From an optimization exercise on the open Yosys and OpenROAD flow, aimed at small area, a short achievable clock period and few clock cycles per item; shortcuts taken in it are not production practice. Function was checked by simulation only, so behaviour that the tests miss may differ from the original.

==> flow/config.mk <==
export PLATFORM = sky130hd
export DESIGN_NAME = lc_encoder
export DESIGN_NICKNAME = lc_encoder
export VERILOG_FILES = /design/flow/design.v
export SDC_FILE = /design/flow/constraint.sdc
export NUM_CORES = 4
export LEC_CHECK = 0
export CAP_MARGIN = 20
export CORE_MARGIN = 2
export CORE_UTILIZATION = 40
export PLACE_DENSITY = 0.6
export SLEW_MARGIN = 20
==> flow/constraint.sdc <==
create_clock -name core_clock -period 20.0 [get_ports {clk}]
set_input_delay 4.0000 -clock core_clock [delete_from_list [all_inputs] [get_ports {clk}]]
set_output_delay 4.0000 -clock core_clock [all_outputs]
set_load 0.01 [all_outputs]
==> flow/design.v <==
module lc_encoder (
    input  wire        clk,
    input  wire        rst,
    input  wire        cfg_valid,
    output wire        cfg_ready,
    input  wire [4:0]  cfg_bits,      
    input  wire [6:0]  cfg_width,     
    input  wire [9:0]  cfg_rows,      
    input  wire        in_valid,
    output wire        in_ready,
    input  wire [15:0] in_data,
    output wire        out_valid,
    input  wire        out_ready,
    output wire [31:0] out_data,
    output wire        out_last,
    output wire        res_valid,
    output wire [31:0] res_plen,
    output wire [31:0] res_dcrc
);
    localparam [2:0] S_IDLE   = 3'd0,
                     S_GATHER = 3'd1,
                     S_CODE   = 3'd2,
                     S_PAD    = 3'd3,
                     S_DONE   = 3'd4;
    reg [2:0]  st;
    reg [4:0]  bits_r;
    reg [6:0]  width_r;
    reg [10:0] rows_r;
    reg [10:0] row;
    reg [6:0]  col;           
    reg [4:0]  idx;           
    reg [4:0]  seglen;
    reg [15:0] line [0:63];
    reg [15:0] xprev;
    reg [15:0] nprev;
    reg [15:0] mbuf [0:15][0:3];
    reg [19:0] sum  [0:3];
    reg [1:0]  sel_r;
    reg        hdr_pending;
    reg [31:0] a_st;
    reg [6:0]  n_st;
    reg [31:0] crc;
    reg [71:0] pk_buf;
    reg [6:0]  pk_cnt;
    reg [31:0] tot_bits;
    reg [19:0] wcnt;
    wire [15:0] smask = (16'hFFFF >> (5'd16 - bits_r));
    wire [15:0] half  = (16'd1 << (bits_r - 5'd1));
    function [15:0] map_res;
        input [15:0] x;
        input [15:0] p;
        input [15:0] mask;
        input [4:0]  nb;
        reg   [15:0] d;
        reg          neg;
        begin
            d   = (x - p) & mask;
            neg = d[nb - 5'd1];
            if (neg)
                map_res = (((~d) & mask) << 1) | 16'd1;
            else
                map_res = d << 1;
        end
    endfunction
    wire [6:0]  cur_col = col + {2'b00, idx};
    wire [15:0] s_in    = in_data >> (5'd16 - bits_r);
    wire [15:0] lb      = line[cur_col[5:0]];
    reg  [15:0] na, nb, nn;
    always @(*) begin
        if (row == 11'd0) begin
            if (cur_col == 7'd0) begin
                na = half; nb = half; nn = half;
            end else begin
                na = xprev; nb = xprev; nn = xprev;
            end
        end else begin
            nb = lb;
            if (cur_col == 7'd0) begin
                na = lb; nn = lb;
            end else begin
                na = xprev; nn = nprev;
            end
        end
    end
    wire [15:0] mn_ab = (na < nb) ? na : nb;
    wire [15:0] mx_ab = (na < nb) ? nb : na;
    reg  [15:0] p_med;
    always @(*) begin
        if (nn >= mx_ab)      p_med = mn_ab;
        else if (nn <= mn_ab) p_med = mx_ab;
        else                  p_med = na + nb - nn;
    end
    wire [16:0] ab_sum = {1'b0, na} + {1'b0, nb};
    wire [15:0] p_avg  = ab_sum[16:1];
    wire [15:0] m_left  = map_res(s_in, na,    smask, bits_r);
    wire [15:0] m_above = map_res(s_in, nb,    smask, bits_r);
    wire [15:0] m_med   = map_res(s_in, p_med, smask, bits_r);
    wire [15:0] m_avg   = map_res(s_in, p_avg, smask, bits_r);
    reg [1:0]  sel_c;
    reg [19:0] best;
    integer    pi;
    always @(*) begin
        sel_c = 2'd0;
        best  = sum[0];
        for (pi = 1; pi < 4; pi = pi + 1) begin
            if (sum[pi] < best) begin
                best  = sum[pi];
                sel_c = pi[1:0];
            end
        end
    end
    wire [3:0]  cidx = idx[3:0];
    wire [15:0] m_cur = mbuf[cidx][sel_r];
    reg [4:0] k;
    integer   kj;
    always @(*) begin
        k = 5'd0;
        for (kj = 0; kj < 16; kj = kj + 1) begin
            if ((kj < bits_r - 5'd1) && (({25'd0, n_st} << kj) < a_st))
                k = kj[4:0] + 5'd1;
        end
    end
    wire [15:0] q = m_cur >> k;
    reg [39:0] code;
    reg [5:0]  clen;
    always @(*) begin
        if (hdr_pending) begin
            code = {38'd0, sel_c};
            clen = 6'd2;
        end else if (q < 16'd24) begin
            code = ((((40'd1 << q[4:0]) - 40'd1)) << (k + 5'd1))
                 | ({24'd0, m_cur} & ((40'd1 << k) - 40'd1));
            clen = {1'b0, q[4:0]} + 6'd1 + {1'b0, k};
        end else begin
            code = (40'hFF_FFFF << bits_r) | {24'd0, m_cur};
            clen = 6'd24 + {1'b0, bits_r};
        end
    end
    wire [31:0] wtotal = ((tot_bits + 32'd63) >> 6) << 1;
    assign out_valid = (st == S_PAD) ? (wcnt != wtotal[19:0]) : (pk_cnt >= 7'd32);
    assign out_data  = pk_buf[71:40];
    assign out_last  = (st == S_PAD) && (wcnt == wtotal[19:0] - 20'd1);
    wire       pop      = out_valid && out_ready;
    wire [6:0] cnt_pop  = pop ? ((pk_cnt >= 7'd32) ? pk_cnt - 7'd32 : 7'd0) : pk_cnt;
    wire [71:0] buf_pop = pop ? {pk_buf[39:0], 32'd0} : pk_buf;
    wire       ins      = (st == S_CODE) && (cnt_pop < 7'd32);
    wire [6:0]  ins_sh  = 7'd72 - cnt_pop - {1'b0, clen};
    wire [71:0] ins_val = {32'd0, code} << ins_sh;
    assign cfg_ready = (st == S_IDLE);
    assign in_ready  = (st == S_GATHER);
    wire   take      = in_valid && in_ready;
    assign res_valid = (st == S_DONE);
    assign res_plen  = (tot_bits + 32'd7) >> 3;
    assign res_dcrc  = ~crc;
    function [31:0] crc16;
        input [31:0] c;
        input [15:0] d;
        integer      i;
        reg   [31:0] t;
        begin
            t = c;
            for (i = 0; i < 16; i = i + 1)
                t = (t >> 1) ^ ((t[0] ^ d[i]) ? 32'h82F63B78 : 32'd0);
            crc16 = t;
        end
    endfunction
    integer i, j;
    always @(posedge clk) begin
        if (rst) begin
            st          <= S_IDLE;
            pk_cnt      <= 7'd0;
            pk_buf      <= 72'd0;
            tot_bits    <= 32'd0;
            wcnt        <= 20'd0;
            hdr_pending <= 1'b0;
            idx         <= 5'd0;
        end else begin
            if (pop || ins) begin
                pk_buf <= ins ? (buf_pop | ins_val) : buf_pop;
                pk_cnt <= ins ? (cnt_pop + {1'b0, clen}) : cnt_pop;
            end
            if (pop)
                wcnt <= wcnt + 20'd1;
            if (ins)
                tot_bits <= tot_bits + {26'd0, clen};
            case (st)
                S_IDLE: begin
                    if (cfg_valid) begin
                        bits_r   <= cfg_bits;
                        width_r  <= cfg_width;
                        rows_r   <= (cfg_rows == 10'd0) ? 11'd1024 : {1'b0, cfg_rows};
                        row      <= 11'd0;
                        col      <= 7'd0;
                        idx      <= 5'd0;
                        seglen   <= (cfg_width > 7'd16) ? 5'd16 : cfg_width[4:0];
                        for (i = 0; i < 4; i = i + 1)
                            sum[i] <= 20'd0;
                        a_st     <= (((32'd1 << cfg_bits) + 32'd32) >> 6) > 32'd2
                                  ? (((32'd1 << cfg_bits) + 32'd32) >> 6) : 32'd2;
                        n_st     <= 7'd1;
                        crc      <= 32'hFFFF_FFFF;
                        pk_buf   <= 72'd0;
                        pk_cnt   <= 7'd0;
                        tot_bits <= 32'd0;
                        wcnt     <= 20'd0;
                        st       <= S_GATHER;
                    end
                end
                S_GATHER: begin
                    if (take) begin
                        line[cur_col[5:0]] <= s_in;
                        nprev <= lb;
                        xprev <= s_in;
                        crc   <= crc16(crc, s_in);
                        mbuf[idx[3:0]][0] <= m_left;
                        mbuf[idx[3:0]][1] <= m_above;
                        mbuf[idx[3:0]][2] <= m_med;
                        mbuf[idx[3:0]][3] <= m_avg;
                        sum[0] <= sum[0] + {4'd0, m_left};
                        sum[1] <= sum[1] + {4'd0, m_above};
                        sum[2] <= sum[2] + {4'd0, m_med};
                        sum[3] <= sum[3] + {4'd0, m_avg};
                        if (idx == seglen - 5'd1) begin
                            idx         <= 5'd0;
                            hdr_pending <= 1'b1;
                            st          <= S_CODE;
                        end else begin
                            idx <= idx + 5'd1;
                        end
                    end
                end
                S_CODE: begin
                    if (ins) begin
                        if (hdr_pending) begin
                            sel_r       <= sel_c;
                            hdr_pending <= 1'b0;
                        end else begin
                            a_st <= a_st + {16'd0, m_cur};
                            if (n_st == 7'd63) begin
                                a_st <= (a_st + {16'd0, m_cur}) >> 1;
                                n_st <= 7'd32;
                            end else begin
                                n_st <= n_st + 7'd1;
                            end
                            if (idx == seglen - 5'd1) begin
                                idx <= 5'd0;
                                for (j = 0; j < 4; j = j + 1)
                                    sum[j] <= 20'd0;
                                if (col + {2'b00, seglen} == width_r) begin
                                    col    <= 7'd0;
                                    seglen <= (width_r > 7'd16) ? 5'd16 : width_r[4:0];
                                    if (row == rows_r - 11'd1) begin
                                        st <= S_PAD;
                                    end else begin
                                        row <= row + 11'd1;
                                        st  <= S_GATHER;
                                    end
                                end else begin
                                    col    <= col + 7'd16;
                                    seglen <= (width_r - col - 7'd16 > 7'd16) ? 5'd16
                                            : (width_r[4:0] - col[4:0] - 5'd16);
                                    st     <= S_GATHER;
                                end
                            end else begin
                                idx <= idx + 5'd1;
                            end
                        end
                    end
                end
                S_PAD: begin
                    if (pop && out_last)
                        st <= S_DONE;
                end
                S_DONE: begin
                    st <= S_IDLE;
                end
                default: st <= S_IDLE;
            endcase
        end
    end
endmodule
==> flow/run.sh <==
#!/bin/bash
# synth_recipe.tcl (not shown) runs the flow's synth.tcl, then flattens the netlist and writes it again
# the make line also repeats each setting of config.mk as NAME=value (left out here)
make -C /OpenROAD-flow-scripts/flow DESIGN_CONFIG=/design/flow/config.mk WORK_HOME=/design/flow/orfs CLKGATE_MAP_FILE= SYNTH_SCRIPT=/design/flow/synth_recipe.tcl finish
==> results.txt <==
==> path summary, 6_finish.rpt <==
path / depth (start not counted) / endpoint / slack (ps) / from
worst max-delay path: 92 / sum[2][19] / 1230 / col[0]
worst min-delay path: 2 / pk_buf[30] / 470 / pk_buf[30]
worst max register to register: 92 / sum[2][19] / 1230 / col[0]
worst min register to register: 2 / pk_buf[30] / 470 / pk_buf[30]
==> critical path, delay by kind of cell (launching register included) <==
kind                       cells  cell delay (ps)
and+or+nand+nor               16             2380
adders and majority gates      6             1920
AOI/OAI and AO/OA             58            10930
buffers and inverters          9             1860
xor gates and xnor gates       3              880
DFF                            1              410
==> stage by stage <==
stage | util | worst slack, ps | cells | setup TNS, ps | hold WS, ps
global route | 0.456 | -5.45 | 14100 | -5.45 | 494
floorplan | - | 1830 | 9535 | 0 | 429
CTS | 0.456 | 516 | 14100 | 0 | 461
finish | 0.456 | 1230 | 14100 | 0 | 467
global placement | 0.427 | 212 | 13600 | 0 | 441
detailed placement | 0.427 | 579 | 13600 | 0 | 451
==> per-layer routing <==
layer / up-vias / track usage
met2: 4004 / 0.407
li1: 37600 / -
met3: 694 / 0.0372
met4: 2 / 0.0935
met1: 43800 / 0.350
met5: - / 0
==> cells in the final DEF (no fill, tap or decap), types with 48 or more instances in the layout <==
master and instances:
sky130_fd_sc_hd__nor3_1 158, sky130_fd_sc_hd__xor2_1 187, sky130_fd_sc_hd__buf_4 350, sky130_fd_sc_hd__dfxtp_1 139, sky130_fd_sc_hd__and3_1 56, sky130_fd_sc_hd__o22ai_1 86, sky130_fd_sc_hd__a211oi_1 67, sky130_fd_sc_hd__nand4_1 113
sky130_fd_sc_hd__ha_1 458, sky130_fd_sc_hd__clkinv_1 51, sky130_fd_sc_hd__or3_1 50, sky130_fd_sc_hd__inv_1 332, sky130_fd_sc_hd__a22o_1 131, sky130_fd_sc_hd__a21oi_1 436, sky130_fd_sc_hd__nor2b_1 57, sky130_fd_sc_hd__mux4_2 272
sky130_fd_sc_hd__clkdlybuf4s50_1 140, sky130_fd_sc_hd__nor4_1 48, sky130_fd_sc_hd__o21ai_0 334, sky130_fd_sc_hd__a22oi_1 346, sky130_fd_sc_hd__a21o_1 120, sky130_fd_sc_hd__a31oi_1 163, sky130_fd_sc_hd__nand3_1 155, sky130_fd_sc_hd__edfxtp_1 2279
sky130_fd_sc_hd__xnor2_1 390, sky130_fd_sc_hd__a221oi_1 147, sky130_fd_sc_hd__nand2_1 551, sky130_fd_sc_hd__o21bai_1 97, sky130_fd_sc_hd__nor2_1 684, sky130_fd_sc_hd__nand2b_1 61, sky130_fd_sc_hd__clkbuf_16 274, sky130_fd_sc_hd__clkinv_2 48
sky130_fd_sc_hd__mux2i_1 196
==> flip-flops by register name (all words and copies together), names as in the netlist <==
| name | flops |
|---|---|
| hdr_pending | 1 |
| xprev | 16 |
| sum | 80 |
| row | 11 |
| pk_cnt | 7 |
| tot_bits | 32 |
| sel_r | 2 |
| n_st | 7 |
| wcnt | 20 |
| col | 7 |
| seglen | 5 |
| rows_r | 11 |
| crc | 32 |
| bits_r | 5 |
| line | 1024 |
| a_st | 32 |
| idx | 5 |
| width_r | 7 |
| pk_buf | 72 |
| mbuf | 1024 |
| nprev | 16 |
| st | 3 |
==> Yosys cell counts, drive strengths merged, types with 191 or more instances <==
library cell / count / area, um^2
inv: 340 / 1280
mux2i: 196 / 1960
mux4: 272 / 6130
buf: 191 / 1030
nor2: 733 / 2770
edfxtp: 2279 / 68400
nand2: 556 / 2090
a21oi: 448 / 2260
clkbuf: 365 / 1370
o21ai: 365 / 1860
a22oi: 347 / 2610
ha: 461 / 5770
xnor2: 402 / 3530
==> timing repair <==
| action | in CTS | in global routing |
|---|---|---|
| setup endpoints to repair | 0 | 8 |
| setup buffers | 0 | 1 |
| hold buffers | 0 | 0 |
| resized for setup | 0 | 6 |
==> area by class of cell <==
type                       instances  area (um^2)
clock inverter                   154         1570
tap                             4100         5130
inverter                         346         1310
sequential                      2419        71200
multi-input combinational       6214        48400
antenna                            3         7.51
fill                           27300       166000
clock buffer                     324         7120
timing repair buffer             509         4380
==> kinds of logic after synthesis <==
family,Yosys count,share of synthesized area
xor gates and xnor gates,592,0.0424
DFF,2419,0.581
other,1,0.0000306
and+or+nand+nor,2167,0.0835
adders and majority gates,495,0.0525
AOI/OAI and AO/OA,2455,0.141
buffers and inverters,902,0.0302
muxes,502,0.0691
==> reports/results.env <==
CTS_TREE='built'
POST_SYNTH_INSTANCE_AREA_MM2=0.123
DIEAREA_MM2=0.311
SYNTHESIS.INSTANCES=9533
SETUP.WORST_PATH.END_CLASS='register'
TIMING.CRITICAL_PATH.SLOWEST_STAGE_CELL='sky130_fd_sc_hd__a2111oi_2'
FIN_AREA_MM2=0.139
HTREE_NUM_LEVELS=5
ROUTE.TOP_LAYER_USED='met5'
LAYOUT-DRIVE-GT1-SHARE=0.131
CORE_AREA_MM2=0.305
LARGEST_NET_DEGREE_AT_THE_START_OF_GLOBAL_ROUTING=127
CRITPATHMAXSTAGEDELAY_PS=690
SYNTH.FF_LATCH_COUNT=2419
PERIOD_SHARE=0.939
MIN_PATH_TYPE='reg -> reg'
VIA_COUNT=86100
NETLIST-CELL-TYPE-COUNT=132
ACHIEVABLE-FREQUENCY_MHz=53.3
CLK_TRANSITION_REPORTED_PATHS_PS=60
POSTPLACECELLAREA_MM2=0.130
FIRST_PASS_GRT_WIRE_LENGTH_MM=587
DETAILEDROUTE.FIRSTITERATIONVIOLATIONS=10100
CRITPATHKIND='reg -> reg'
GRT_PASS1_VIAS=84500
MAX_SLEW_MARGIN=0.215
POST_DRT_WL_PER_CELL_UM=28.7
CRITICAL_PATH.MAX_FANOUT=66
YOSYS_SYNTHESIS_WARNING_COUNT=2
FINAL_MAX_SLEW_VIOLATION_COUNT=0
WORST_PATH_ARRIVAL_PS=19350
CLKLATENCYLATEPIN_PS=910
GRT.TOTAL_USAGE=0.254
FINAL_HOLD_VIOL_COUNT=0
POST_DRT_VIA_CELL_RATIO=6.12
GP_ROUTABILITY_CONGESTION=0.957
REQUIRED_PS=20580
PERIOD_NEEDED_PS=18770
TIMING.CRITICAL_PATH.MODE_CELL='sky130_fd_sc_hd__a21o_1'
DETAILROUTE.WIRELENGTH.MET3_MM=30.9
INITIAL_ANTENNA_VIOLATION_COUNT=7
INITIAL_CORE_UTIL=0.402
DRT.ANTENNA.VIOLATING_NETS=0
POSTSYNTH.TOPFLOPCELL='sky130_fd_sc_hd__edfxtp_1'
CORE.ROWCOUNT=203
NETS=10300
CTS-BUFFERS-INSERTED=269
DETAILROUTE.WIRELENGTH.MET2_MM=189
CLOCK_TREE.BUFFER_DEPTH=4
LAYOUT-AREA-OVERHEAD-VS-SYNTH_PCT=13.5
DETAIL_ROUTE.WIRELENGTH.MET1_MM=168
CTS-ROOT-BUF='sky130_fd_sc_hd__clkbuf_16'
SYNTH_SEQ_AREA_SHARE=0.581
POSTSYNTHAREAPERCELL_UM2=12.9
GLOBALROUTE.TOTALOVERFLOW=0
IO_BUFFER_COUNT=140
MAX_SLEW.WORST_PIN.SLEW_PS=1150
ROUTED_WIRELENGTH_MM=404
SYNTH_EDF_COUNT=2279
CLOCK_SINKS=2419
SYNTH-ASYNC-RESET-RATIO=0
DRT_FIRST_PASS_ITERS=6
DIEWIDTH_UM=558
OUTCOME='no timing/DRC/antenna violations'
PLACE_HPWL_MM=275
DIE_H_UM=558
REPORT.FINAL.SETUP_VIOL=0
FINCLKSKEW_PS=82.1
DRC=0
CRITPATHLAUNCHTYPE='register'
IO-PIN-COUNT=144
MAXCAPVIOLCOUNT=0
Testbench counts, summed over its fixed seeds: cycles 310,268, items 150,014.

what the ideal ports hide:
The results above use ideal ports. As a check the final layout listed here was re-extracted and re-timed, cells and wires unchanged.
Step 1 (the two cells are an assumption about what drives the block):
set clk [get_ports {clk}]
set_driving_cell -lib_cell sky130_fd_sc_hd__clkbuf_16 $clk
set_driving_cell -lib_cell sky130_fd_sc_hd__buf_2 [delete_from_list [all_inputs] $clk]
Step 2 moves the port delays by t, midway between the first and last clock arrival at a register: inputs arrive t later, outputs are due t later. That takes back most of the time a late clock gives input paths.
a / b / c = no drivers / after step 1 / after step 2; a / b = the first two.
t, ns: 0.963
slack for setup (ns): 1.228 / 1.228 / 1.228
worst hold slack (ns): 0.467 / 0.467 / 0.467
After both steps this run still meets setup and hold. For this run, drivers alone change the setup slack by 0.000 ns; drivers and shift together by 0.000 ns.
